What follows belongs to an exercise in optimizing a design on an open flow for small area, a short achievable clock period and few clock cycles per item; a production flow would make more cautious choices.
No functional check of the RTL was part of any run shown here.
Power is estimated from default activity; no workload was simulated.

## flow/design.v (module list and top-level ports; edited modules follow where they fit)
// module c1_ldpc_enc: 1430 lines
module c1_ldpc_enc (
    input  wire        clk,
    input  wire        rst,         
    input  wire        in_valid,
    output wire        in_ready,
    input  wire [31:0] in_data,
    output wire        out_valid,
    input  wire        out_ready,
    output wire [31:0] out_data
);
  // ...
==> flow/run.sh <==
#!/bin/bash
# synth_recipe.tcl (not shown) runs the flow's synth.tcl, then flattens the netlist and writes it again
# the make line also repeats each setting of config.mk as NAME=value (left out here)
make -C /OpenROAD-flow-scripts/flow DESIGN_CONFIG=/design/flow/config.mk WORK_HOME=/design/flow/orfs CLKGATE_MAP_FILE= SYNTH_SCRIPT=/design/flow/synth_recipe.tcl finish
==> flow/config.mk <==
export PLATFORM = sky130hd
export DESIGN_NAME = c1_ldpc_enc
export DESIGN_NICKNAME = c1_ldpc_enc
export VERILOG_FILES = /design/flow/design.v
export SDC_FILE = /design/flow/constraint.sdc
export NUM_CORES = 4
export LEC_CHECK = 0
export CAP_MARGIN = 20
export CORE_MARGIN = 2
export CORE_UTILIZATION = 55
export PLACE_DENSITY = 0.65
export SLEW_MARGIN = 20
==> flow/constraint.sdc <==
create_clock -name core_clock -period 10.0 [get_ports {clk}]
set_input_delay 2.0000 -clock core_clock [delete_from_list [all_inputs] [get_ports {clk}]]
set_output_delay 2.0000 -clock core_clock [all_outputs]
set_load 0.01 [all_outputs]
==> notes.md, run 1 <==
- Initial Util: 0.558
- Post-Synth Simple-Gate Area: 0.0779
- # IOs: 70
- Netlist Area Pre-Place: approximately 0.038 mm^2
- Crit Path Category: flop to flop
- Multi-input comb cells: around 1400
- ClkCell Share: 0.0796
- Slew Limit Fails: 0
- Antenna diodes: 2
- Met1 Track Usage GR: 0.474
- Clock Tree Buf Depth: 3
- Critical Path Slowest Stage Cell: buf_4
- Power, Total: around 11000 uW
- Comb power frac: 0.104
- Hold Path Origin: A0[143]$_DFF_P_
- CP startpoint: wrqn$_DFF_P_
- Cell taking the most area after synthesis: edfxtp_1
- FF-to-FF End: A2[41]$_DFFE_PP_
- TritonRoute pass-1 iters: 6
- Finish-stage setup viols: 0
- Total track usage: 0.328
- Cell Area, Placed: 0.0400 mm^2
- Dominant power group: registers
- Met2 Use GR: 0.491
- Vias in the first global route: between 20000 and 25000
- Unique cell type count in the Yosys netlist: 50
- Clock Power Share: 0.359
- Hold path cells: 0
- Status: finished clean
- Root buf cell: clkbuf_16
- Post-route cell area: 0.0435 mm^2
- Critical path peak fanout: 80
- Startpoint types: flop
- Inverters: 19
- Crit path time final: about 3.9 ns
- DRC: 0
- FP Rows: 96
==> inputs of run 2 (changes only) <==
==> flow/flow/run.sh (new file) <==
#!/bin/bash
set -euo pipefail
export BUFFER_PORTS_ARGS="-buffer_cell sky130_fd_sc_hd__buf_4"
bash standard.sh > standard.log 2>&1
==> flow/standard.sh (new file) <==
#!/bin/bash
# synth_recipe.tcl (not shown) runs the flow's synth.tcl, then flattens the netlist and writes it again
# the make line also repeats each setting of config.mk as NAME=value (left out here)
make -C /OpenROAD-flow-scripts/flow DESIGN_CONFIG=/design/flow/config.mk WORK_HOME=/design/flow/orfs CLKGATE_MAP_FILE= SYNTH_SCRIPT=/design/flow/synth_recipe.tcl "${@:-finish}"
removed: flow/run.sh
==> notes.md, run 2 <==
- Status: finished clean
- Commonest cells post-synth: dfxtp_1, edfxtp_1, nor2_1
- H-tree level count: 3
- Via Count: 21547
- Largest delay share family, worst path: buffers and inverters
- Number of CTS-inserted buffers: around 110
- Vias in the first global route: 20581 (-0.82%)
- Gpl congestion: slightly below 1
- TritonCTS clock tree: done
- CP endpoint kind: flop
- Port Buffer Count: 69
- Resized cells post-CTS: 0
- HPWL after detailed placement: 79900 um
- DRC: 0 (unchanged)
- TNS Setup: 0 ns
- Die Ht: roughly 270 um
- Leakage: 0.0168 uW
- Syn_nets: around 2800
- Slew Limit Fails: 0 (unchanged)
- TritonRoute pass-1 iters: 7 (+1)
- CP startpoint: wrqn$_DFF_P_
- Worst setup margin: 6.19 ns
- Crit path to: A2[48]$_DFFE_PP_
- DRT antenna net count: 0
- DIE AREA: 0.0719 mm^2
- Root buf cell: clkbuf_16
- Place WS: 6.33 ns
- Reg clk slew, reported paths: about 0.060 ns
- # IOs: 70 (unchanged)
- HP Class: flop to flop
- R2R setup slack: just over 6 ns
- Async SR Flop Fraction: 0
- Post-Synth Simple-Gate Area: 0.0779 (unchanged)
- Sequential share of power: 0.524
- Most frequent cells in the layout: dfxtp_1, edfxtp_1, nor2_1
- Critical Path Most Common Cell: buf_4
- Die W: 268 um
- Cell taking the most area after synthesis: edfxtp_1
- Area grow syn2layout: 13.5%
- PwrDens: between 200 and 300 mW/mm^2
- Worst path buffer plus inverter count: 4
- Startpoint types: flop
- FF-to-FF End: A2[48]$_DFFE_PP_
- FP Rows: 96 (unchanged)
- Multi-input gate area: between 0.009 and 0.01 mm^2
- Flops & latches, synth: roughly 1100
- Post-CTS setup buffers: 0
- WL/cell: a little under 30 um
- Synth Instances: ~2700
- Post-synthesis sequential area ratio: 0.735
- Max-slew headroom: 0.192
- Synth Area in Compound Gates: 0.0418
- Final period util: 0.381
- Clock Power Share: 0.375 (+0.016)
- Max Fclk: ~260 MHz
- Top FF cell, synth: dfxtp_1
- Net Sw Frac: 0.255
- Cts hold-fix bufs: 0
- Clock Tree Buf Depth: 3 (unchanged)
- Clock skew: approximately 0.059 ns
- Total track usage: 0.320 (-0.00777)
- Switching Power: between 2000 and 3000 uW
- CP Depth: 6
- Int Power: between 8000 and 9000 uW
- Clock Sink Count: roughly 1100
- Max cap viols: 0
- Top-area cell type share of the netlist area: 0.409
- Crit path required time: 10.44 ns
- Mux cell area share after synthesis: 0.0420
- Register area: roughly 0.028 mm^2
- Nets: between 2000 and 3000
- Leading cell type by number of instances after synthesis: dfxtp_1
- Synth Area in Adders: 0.00358
- Netlist Area Pre-Place: 0.0384 mm^2 (unchanged)
- Synth area leaders: edfxtp_1, dfxtp_1, xnor2_1, mux2i_1, nor2_1
- RR Startpoint: wrqn$_DFF_P_
- Worst-Margin Slew: approximately 1.2 ns
- Dpl cells: 3631
- Main combinational cell family by area after synthesis: XOR/XNOR gates
- CP peak stage delay: 0.77 ns
- Critical Path Slowest Stage Cell: nand2_4
- Fraction of synthesized cell area in xor and xnor cells: 0.0850
- Arrival time worst endpoint: between 4 and 5 ns
- Worst skew pair latency: approximately 0.70 ns
- Final Hold Viols: 0
- Syn avg cell area: between 10 and 15 um^2
- Reg2Reg Depth: 6
- Antenna violations before repair: 7
- Crit path time final: 3.81 ns (-0.0667 ns)
- Synth Warn #: 1
- Number of fillers in the final layout: approximately 5100
- RSZ-0062 raised after global routing: no
- Core area: approximately 0.069 mm^2
- Iter 0 DRT Violations: 2737
- Global-route wire length before repair: between 150000 and 200000 um
- Finish-stage setup viols: 0 (unchanged)
- Initial Util: 0.558 (unchanged)
- Peak VDD IR: 217 uV
- Non-Filler Instances: 3837
- Layout cells sized above 1: 0.118
- Critical path peak fanout: 87 (+8.8%)
- Unique cell type count in the Yosys netlist: 50 (unchanged)
- Comb power frac: 0.100 (-0.004)
- Post-synth EDFFs: roughly 520
- Worst path cell trace: buf_4, clkinv_1, buf_4, nand2_4, buf_4, mux2_2
- Grt total ovfl: 0
- Vias per Instance: 5.62
- Largest net degree at the start of global routing: 161
- Total wire length: 114000 um
- Crit Path Category: flop to flop
- Most common cell after layout, fill and taps aside: dfxtp_1
[run 2: area by class of cell]
type                       instances  share of cell area
antenna                            1           0.0000574
multi-input combinational       1437               0.221
clock inverter                    46              0.0130
tap                              931              0.0267
clock buffer                     159              0.0732
inverter                          19             0.00181
sequential                      1149               0.648
timing repair buffer              95              0.0166
[run 2: metrics by stage]
step	cell area, um^2	hold WS [ns]	power [uW]	util
floorplan	38400	0.310	6400	-
global placement	39800	0.310	7020	0.579
detailed placement	39800	0.312	7020	0.579
CTS	43600	0.302	11200	0.633
global route	43600	0.305	11500	0.633
finish	43600	0.311	11200	0.633
[run 2: metal layers]
layer	global-route usage	vias to the layer above	share of wire
met2	0.478	949	0.44
met4	0.117	2	0.037
met1	0.474	10877	0.44
met3	0.0538	199	0.079
met5	0	-	0.00010
li1	-	9520	-
[run 2: logic make-up (layout without fill, tap and decap cells)]
kind of cell	Yosys count	count (layout)
flops	1149	1149
compound gates	260	260
xor+xnor	346	346
buf+inv	124	319
fa+ha+maj	11	11
mux	153	153
other cells	0	1
simple gates	667	667
[run 2: worst min-delay path by stage]
stage / startpoint / cells past startpoint / slack, ns / to
finish: A0[77]$_DFF_P_ / 0 / 0.31 / A0[45]$_DFF_P_
global route: A0[77]$_DFF_P_ / 0 / 0.30 / A0[45]$_DFF_P_
CTS: A0[77]$_DFF_P_ / 0 / 0.30 / A0[45]$_DFF_P_
detailed placement: A2[151]$_DFF_P_ / 0 / 0.31 / A2[119]$_DFF_P_
global placement: A1[53]$_DFF_P_ / 0 / 0.31 / A1[21]$_DFF_P_
floorplan: A0[135]$_DFF_P_ / 0 / 0.31 / A0[103]$_DFF_P_
[run 2: power by group through the flow]
stage / sequential (uW) / combinational (uW) / clock, uW
floorplan: 5720 / 674 / 0
global placement: 5940 / 1080 / 0
detailed placement: 5950 / 1080 / 0
CTS: 5860 / 1090 / 4250
global route: 5900 / 1150 / 4430
finish: 5870 / 1120 / 4200
==> inputs of run 3 (changes only) <==
==> flow/flow/run.sh (replaced) <==
#!/bin/bash
set -euo pipefail
export BUFFER_PORTS_ARGS="-buffer_cell sky130_fd_sc_hd__buf_4"
export SETUP_SLACK_MARGIN=6.5
bash standard.sh > standard.log 2>&1
==> notes.md, run 3 <==
- Met1 Track Usage GR: 0.460 (-0.0138)
- Initial Util: 0.558 (unchanged)
- R2R setup slack: 6.73 ns (+0.54 ns)
- Max Fclk: 277 MHz (+5.4%)
- Leading cell type by number of instances after synthesis: dfxtp_1
- Synth Instances: 2710 (unchanged)
- Number of CTS-inserted buffers: 108 (unchanged)
- HPWL after detailed placement: 79700 um (-0.31%)
- Gpl congestion: 0.985 (+1.8%)
- Clock skew: 0.0678 ns (+0.00904 ns)
- Met2 Use GR: 0.469 (-0.00894)
- Grt total ovfl: 0 (unchanged)
- Crit path to: rdy$_DFF_P_
- Post-route cell area: 0.0438 mm^2 (+0.41%)
- Area grow syn2layout: 14.0%
- Port Buffer Count: 69 (unchanged)
- TNS Setup: 0 ns (unchanged)
- Syn_nets: 2757 (unchanged)
- Most common cell after layout, fill and taps aside: dfxtp_1
- Reg clk slew, reported paths: 0.06 ns (about the same)
- Final period util: 0.362 (-0.0195)
- Vias per Instance: 5.60 (-0.23%)
- Total track usage: 0.316 (-0.00461)
- Number of fillers in the final layout: 5040 (-1.6%)
- # IOs: 70 (unchanged)
- Top FF cell, synth: dfxtp_1
- FF-to-FF End: A2[41]$_DFFE_PP_
- Finish-stage setup viols: 0 (unchanged)
- Reg2Reg Depth: 6 (unchanged)
- Total wire length: 112000 um (-1.7%)
- Syn avg cell area: 14.2 um^2 (unchanged)
- Synth area leaders: edfxtp_1, dfxtp_1, xnor2_1, mux2i_1, nor2_1
- Async SR Flop Fraction: 0 (unchanged)
- HP Class: flop to flop
- Arrival time worst endpoint: 4.17 ns (-0.08 ns)
- Worst skew pair latency: 0.71 ns (about the same)
- Startpoint types: input pin
- Layout cells sized above 1: 0.123 (+0.00473)
- TritonCTS clock tree: done
- GRT met3 Usage: 0.0529 (-0.000916)
- Top-area cell type share of the netlist area: 0.409 (unchanged)
- Die W: 268 um (unchanged)
- DRT antenna net count: 0 (unchanged)
- Clock Tree Buf Depth: 3 (unchanged)
- Cts hold-fix bufs: 0 (unchanged)
- Crit Path Category: input pin to flop
- Crit path required time: 10.55 ns (+0.11 ns)
- Place WS: 5.66 ns (-0.671 ns)
- Worst path buffer plus inverter count: 2 (-2)
- Antenna violations before repair: 13 (+6)
- Peak VDD IR: 193 uV (-11%)
- FP Rows: 96 (unchanged)
- CP startpoint: out_ready
- Commonest cells post-synth: dfxtp_1, edfxtp_1, nor2_1
- Max-slew headroom: 0.358 (+0.167)
- DIE AREA: 0.0719 mm^2 (unchanged)
- TritonRoute pass-1 iters: 10 (+3)
- Nets: 2858 (+0.035%)
- Largest delay share family, worst path: buffers and inverters
- CP peak stage delay: 0.77 ns (about the same)
- Flops & latches, synth: 1149 (unchanged)
- Core area: 0.0688 mm^2 (unchanged)
- Unique cell type count in the Yosys netlist: 50 (unchanged)
- Busiest grt layer: met2
- CP endpoint kind: flop
- Cell Area, Placed: 0.0398 mm^2 (about the same)
- Final Hold Viols: 0 (unchanged)
- H-tree level count: 3 (unchanged)
- Worst path cell trace: buf_4, nand2b_1, nand3_1, clkinvlp_4, a211oi_1, a2111oi_0
- WL/cell: 29.3 um (-1.8%)
- Worst-Margin Slew: 0.960 ns (-0.251 ns)
- Slew Limit Fails: 0 (unchanged)
- Cell taking the most area after synthesis: edfxtp_1
- Max cap viols: 0 (unchanged)
- RR Startpoint: wrqn$_DFF_P_
- Synth Warn #: 1 (unchanged)
- Vias in the first global route: 20850 (+1.3%)
- Critical path peak fanout: 36 (-59%)
- Worst setup margin: 6.38 ns (+0.195 ns)
- Via Count: 21508 (-0.18%)
- Largest net degree at the start of global routing: 161 (unchanged)
- Root buf cell: clkbuf_16
- Global-route wire length before repair: 156000 um (-0.89%)
- PwrDens: 259 mW/mm^2 (+1.0%)
- Critical Path Slowest Stage Cell: clkinvlp_4
- WHS: 0.288 ns (-0.0231 ns)
- Netlist Area Pre-Place: 0.0384 mm^2 (unchanged)
- DRC: 0 (unchanged)
- RSZ-0062 raised after global routing: yes
- Post-synth EDFFs: 523 (unchanged)
- Iter 0 DRT Violations: 2512 (-8.2%)
- Status: finished clean
- Leakage: 0.0168 uW (+0.47%)
- CP Depth: 6 (unchanged)
- Most frequent cells in the layout: dfxtp_1, edfxtp_1, nor2_1
- Crit path time final: 3.62 ns (-0.195 ns)
- Post-synthesis sequential area ratio: 0.735 (unchanged)
- Clock Sink Count: 1149 (unchanged)
- Die Ht: 268 um (unchanged)
[run 3: per-layer routing]
layer | part of all wire | up-vias
li1 | - | 9524
met1 | 0.44 | 10805
met2 | 0.44 | 953
met3 | 0.073 | 222
met4 | 0.046 | 4
met5 | 0.00021 | -
[run 3: logic make-up (layout without fill, tap and decap cells)]
logic type                 count (synthesis)  count (layout)  synth area share
DFF                                     1149            1149             0.735
and+or+nand+nor                          667             667            0.0779
adders and majority gates                 11              11           0.00358
other                                      0               1                 0
AOI/OAI and AO/OA                        260             260            0.0418
buffers and inverters                    124             321            0.0143
xor gates and xnor gates                 346             346            0.0850
muxes                                    153             153            0.0420
[run 3: per-stage QoR]
stage	instances	util	total power (uW)
final	3839	0.636	11300
after global routing	3839	0.636	11600
after CTS	3838	0.636	11400
after detailed placement	3632	0.579	7030
after global placement	3632	0.579	7020
after floorplan	2710	-	6400
[run 3: final cells by class]
type,instances,area [um^2],area share
well taps,931,1160,0.0266
diodes,1,2.50,0.0000572
inverters,19,82.6,0.00189
repair buffers,96,741,0.0169
multi-input cells,1437,9610,0.220
clock buffers,149,3190,0.0728
clock inverters,57,732,0.0167
flip-flops and latches,1149,28200,0.645
[run 3: what timing repair did]
action | CTS | global route
setup buffers | 0 | 0
gates resized for setup | 0 | 2
gates cloned | 0 | 0
pin swaps | 0 | 0
endpoints found under the setup margin | 2 | 74
[run 3: power by group]
part / switching (uW) / internal (uW) / total, uW / leakage, uW
logic: 749 / 381 / 1130 / 0.00370
registers: 350 / 5510 / 5860 / 0.0112
clock network: 1810 / 2550 / 4360 / 0.00193
[run 3: worst min path at each step]
| stage | start | endpoint | slack, ns | cells after the start |
|---|---|---|---|---|
| finish | A0[245]$_DFF_P_ | A0[213]$_DFF_P_ | 0.29 | 0 |
| global route | A0[245]$_DFF_P_ | A0[213]$_DFF_P_ | 0.28 | 0 |
| CTS | A0[245]$_DFF_P_ | A0[213]$_DFF_P_ | 0.28 | 0 |
| detailed placement | A0[155]$_DFF_P_ | A0[123]$_DFF_P_ | 0.31 | 0 |
| global placement | A0[82]$_DFF_P_ | A0[50]$_DFF_P_ | 0.31 | 0 |
| floorplan | A0[135]$_DFF_P_ | A0[103]$_DFF_P_ | 0.31 | 0 |
==> inputs of run 4 (changes only) <==
==> flow/flow/run.sh (replaced) <==
#!/bin/bash
set -euo pipefail
export BUFFER_PORTS_ARGS="-buffer_cell sky130_fd_sc_hd__buf_4"
export SETUP_SLACK_MARGIN=7.0
bash standard.sh > standard.log 2>&1
==> notes.md, run 4 <==
- Syn avg cell area: 14.2 um^2 (unchanged)
- Reg clk slew, reported paths: 0.07 ns (about the same)
- Async SR Flop Fraction: 0 (unchanged)
- Critical Path Slowest Stage Cell: edfxtp_1
- Leading cell type by number of instances after synthesis: dfxtp_1
- Number of CTS-inserted buffers: 108 (unchanged)
- Max-slew headroom: 0.297 (-0.0612)
- RR Startpoint: ge[5]$_DFF_P_
- Synth Instances: 2710 (unchanged)
- Total wire length: 118000 um (+4.7%)
- Reg2Reg Depth: 5 (-1)
- Synth Warn #: 1 (unchanged)
- Hold path cells: 0 (unchanged)
- Antenna diodes: 0 (-1)
- DRC: 0 (unchanged)
- Worst skew pair latency: 0.70 ns (about the same)
- Critical path peak fanout: 1 (-97%)
- Startpoint types: flop
- Post-synthesis sequential area ratio: 0.735 (unchanged)
- HPWL after detailed placement: 81900 um (+2.9%)
- Clock skew: 0.0641 ns (-0.00367 ns)
- R2R setup slack: 7.04 ns (+0.31 ns)
- Final Util: 0.637 (+0.000872)
- Layout cells sized above 1: 0.123 (unchanged)
- Max Fclk: 302 MHz (+9.3%)
- Leakage: 0.0168 uW (-0.18%)
- Finish-stage setup viols: 0 (unchanged)
- Vias per Instance: 5.68 (+1.5%)
- Peak VDD IR: 238 uV (+23%)
- Arrival time worst endpoint: 1.31 ns (-2.86 ns)
- Via Count: 21817 (+1.4%)
- TritonRoute pass-1 iters: 9 (-1)
- Most common cell after layout, fill and taps aside: dfxtp_1
- Commonest cells post-synth: dfxtp_1, edfxtp_1, nor2_1
- Final Hold Viols: 0 (unchanged)
- Vias in the first global route: 20775 (-0.36%)
- Iter 0 DRT Violations: 2852 (+14%)
- Total track usage: 0.328 (+0.0127)
- Synth area leaders: edfxtp_1, dfxtp_1, xnor2_1, mux2i_1, nor2_1
- CP endpoint kind: primary output
- Slew Limit Fails: 0 (unchanged)
- H-tree level count: 3 (unchanged)
- Crit Path Category: flop to primary output
- Clock Sink Count: 1149 (unchanged)
- Cell taking the most area after synthesis: edfxtp_1
- Crit path time final: 3.31 ns (-0.309 ns)
- Worst path buffer plus inverter count: 1 (-1)
- CP Depth: 1 (-5)
- Netlist Area Pre-Place: 0.0384 mm^2 (unchanged)
- Largest net degree at the start of global routing: 167 (+3.7%)
- DIE AREA: 0.0719 mm^2 (unchanged)
- Die Ht: 268 um (unchanged)
- Syn_nets: 2757 (unchanged)
- Grt total ovfl: 0 (unchanged)
- Unique cell type count in the Yosys netlist: 50 (unchanged)
- Root buf cell: clkbuf_16
- Largest delay share family, worst path: flip-flops
- RSZ-0062 raised after global routing: yes
- Top FF cell, synth: dfxtp_1
- Max cap viols: 0 (unchanged)
- FF-to-FF End: A2[58]$_DFF_P_
- Global-route wire length before repair: 161000 um (+3.2%)
- TritonCTS clock tree: done
- DRT antenna net count: 0 (unchanged)
- CP peak stage delay: 0.48 ns (-0.29 ns)
- Crit path required time: 8.00 ns (-2.55 ns)
- Nets: 2859 (+0.035%)
- Most frequent cells in the layout: dfxtp_1, edfxtp_1, nor2_1
- PwrDens: 255 mW/mm^2 (-1.5%)
- Core area: 0.0688 mm^2 (unchanged)
- Gpl congestion: 0.990 (+0.49%)
- Post-synth EDFFs: 523 (unchanged)
- FP Rows: 96 (unchanged)
- Worst path cell trace: buf_6
- # IOs: 70 (unchanged)
- Power, Total: 11200 uW (-1.4%)
- WL/cell: 30.7 um (+4.7%)
- Initial Util: 0.558 (unchanged)
- Number of fillers in the final layout: 5104 (+1.3%)
- TNS Setup: 0 ns (unchanged)
- Area grow syn2layout: 14.2%
- Antenna violations before repair: 12 (-1)
- CP startpoint: oreg[12]$_DFFE_PN_
- HP Class: flop to flop
- Final period util: 0.331 (-0.0309)
- Status: finished clean
- Clock Tree Buf Depth: 3 (unchanged)
- Top-area cell type share of the netlist area: 0.409 (unchanged)
- Worst-Margin Slew: 1.05 ns (+0.0915 ns)
- Port Buffer Count: 69 (unchanged)
- Crit path to: out_data[12]
- Die W: 268 um (unchanged)
- Flops & latches, synth: 1149 (unchanged)
==> run 4: changes by cell type in the layout (fill, tap and decap cells not counted), moves of 4 or more <==
cell       change
buf_4         -35
clkinv_4       -4
bufinv_16      -4
buf_6         +32
clkbuf_1      +12
==> run 4: worst min-delay path by stage <==
stage	startpoint	to	slack, ns
finish	A3[223]$_DFF_P_	A3[191]$_DFF_P_	0.29
CTS	A3[124]$_DFF_P_	A3[92]$_DFF_P_	0.28
floorplan	A0[135]$_DFF_P_	A0[103]$_DFF_P_	0.31
detailed placement	A0[139]$_DFF_P_	A0[107]$_DFF_P_	0.31
global route	A0[238]$_DFF_P_	A0[206]$_DFF_P_	0.29
global placement	A0[106]$_DFF_P_	A0[74]$_DFF_P_	0.31
==> run 4: layer usage <==
metal / track usage / share of wire / vias to the layer above
met2: 0.486 / 0.43 / 1085
met5: 0 / 0.00059 / -
met4: 0.116 / 0.037 / 10
met3: 0.0687 / 0.090 / 220
li1: - / - / 9530
met1: 0.481 / 0.44 / 10972
==> run 4: kinds of logic after synthesis <==
| group | Yosys count | share of synthesized area |
|---|---|---|
| flip-flops | 1149 | 0.735 |
| AND/OR/NAND/NOR | 667 | 0.0779 |
| XOR/XNOR | 346 | 0.0850 |
| AO/OA/AOI/OAI | 260 | 0.0418 |
| multiplexers | 153 | 0.0420 |
| buffers and inverters | 124 | 0.0143 |
| adder cells (fa/ha/maj) | 11 | 0.00358 |
==> run 4: layout make-up <==
| cell class | instances | area, um^2 | area share |
|---|---|---|---|
| flip-flops and latches | 1149 | 28300 | 0.645 |
| repair inverters | 1 | 7.51 | 0.000171 |
| clock inverters | 48 | 584 | 0.0133 |
| clock buffers | 157 | 3150 | 0.0720 |
| well taps | 931 | 1160 | 0.0266 |
| multi-input cells | 1438 | 9710 | 0.222 |
| repair buffers | 95 | 873 | 0.0199 |
| inverters | 19 | 83.8 | 0.00191 |
==> run 4: timing repair <==
| item | 4_1_cts | 5_1_grt |
|---|---|---|
| setup endpoints to repair | 87 | 41 |
| gates resized for setup | 34 | 11 |
| buffers inserted | 1 | 0 |
| cloned | 1 | 1 |
| hold buffers | 0 | 0 |
| pin swaps | 0 | 1 |
==> run 4: per-stage QoR <==
stage / hold WS [ns] / setup WS (ns) / area, um^2 / std cells
finish: 0.288 / 6.69 / 43800 / 3838
global route: 0.286 / 6.70 / 43800 / 3838
CTS: 0.280 / 6.67 / 43800 / 3837
detailed placement: 0.312 / 6.12 / 39900 / 3630
global placement: 0.310 / 6.20 / 39900 / 3630
floorplan: 0.310 / 6.76 / 38400 / 2710
==> run 4: report_power, final <==
part	internal, uW	total, uW	switching (uW)
Combinational	387	1130	746
Clock	2400	4180	1780
Sequential	5510	5880	366

[re-timing with driven ports]
Ports are ideal in the flow. The routed layouts listed here were re-timed in OpenROAD.
Step 1 assumes that a clkbuf_16 drives the clock port and a buf_2 every other input.
Step 2, shift: input delay + t, output delay - t, t = (earliest + latest rising clock arrival at the registers) / 2. This alone moves slack from input paths to output paths.
a / b / c = no drivers / after step 1 / after step 2; a / b = the first two.
run | t, ns | setup WS [ns] | hold WS [ns]
run 1 | 0.749 | 6.122 / 6.122 / 5.947 | 0.281 / 0.281 / 0.281
run 2 | 0.734 | 6.189 / 6.189 / 6.189 | 0.311 / 0.311 / 0.311
run 3 | 0.743 | 6.384 / 6.425 / 5.682 | 0.288 / 0.288 / 0.288
run 4 | 0.740 | 6.693 / 6.625 / 6.341 | 0.288 / 0.288 / 0.288
After both steps every run listed still meets setup and hold. For run 3, which loses most, drivers alone change the setup slack by +0.041 ns; drivers and shift together by -0.702 ns.
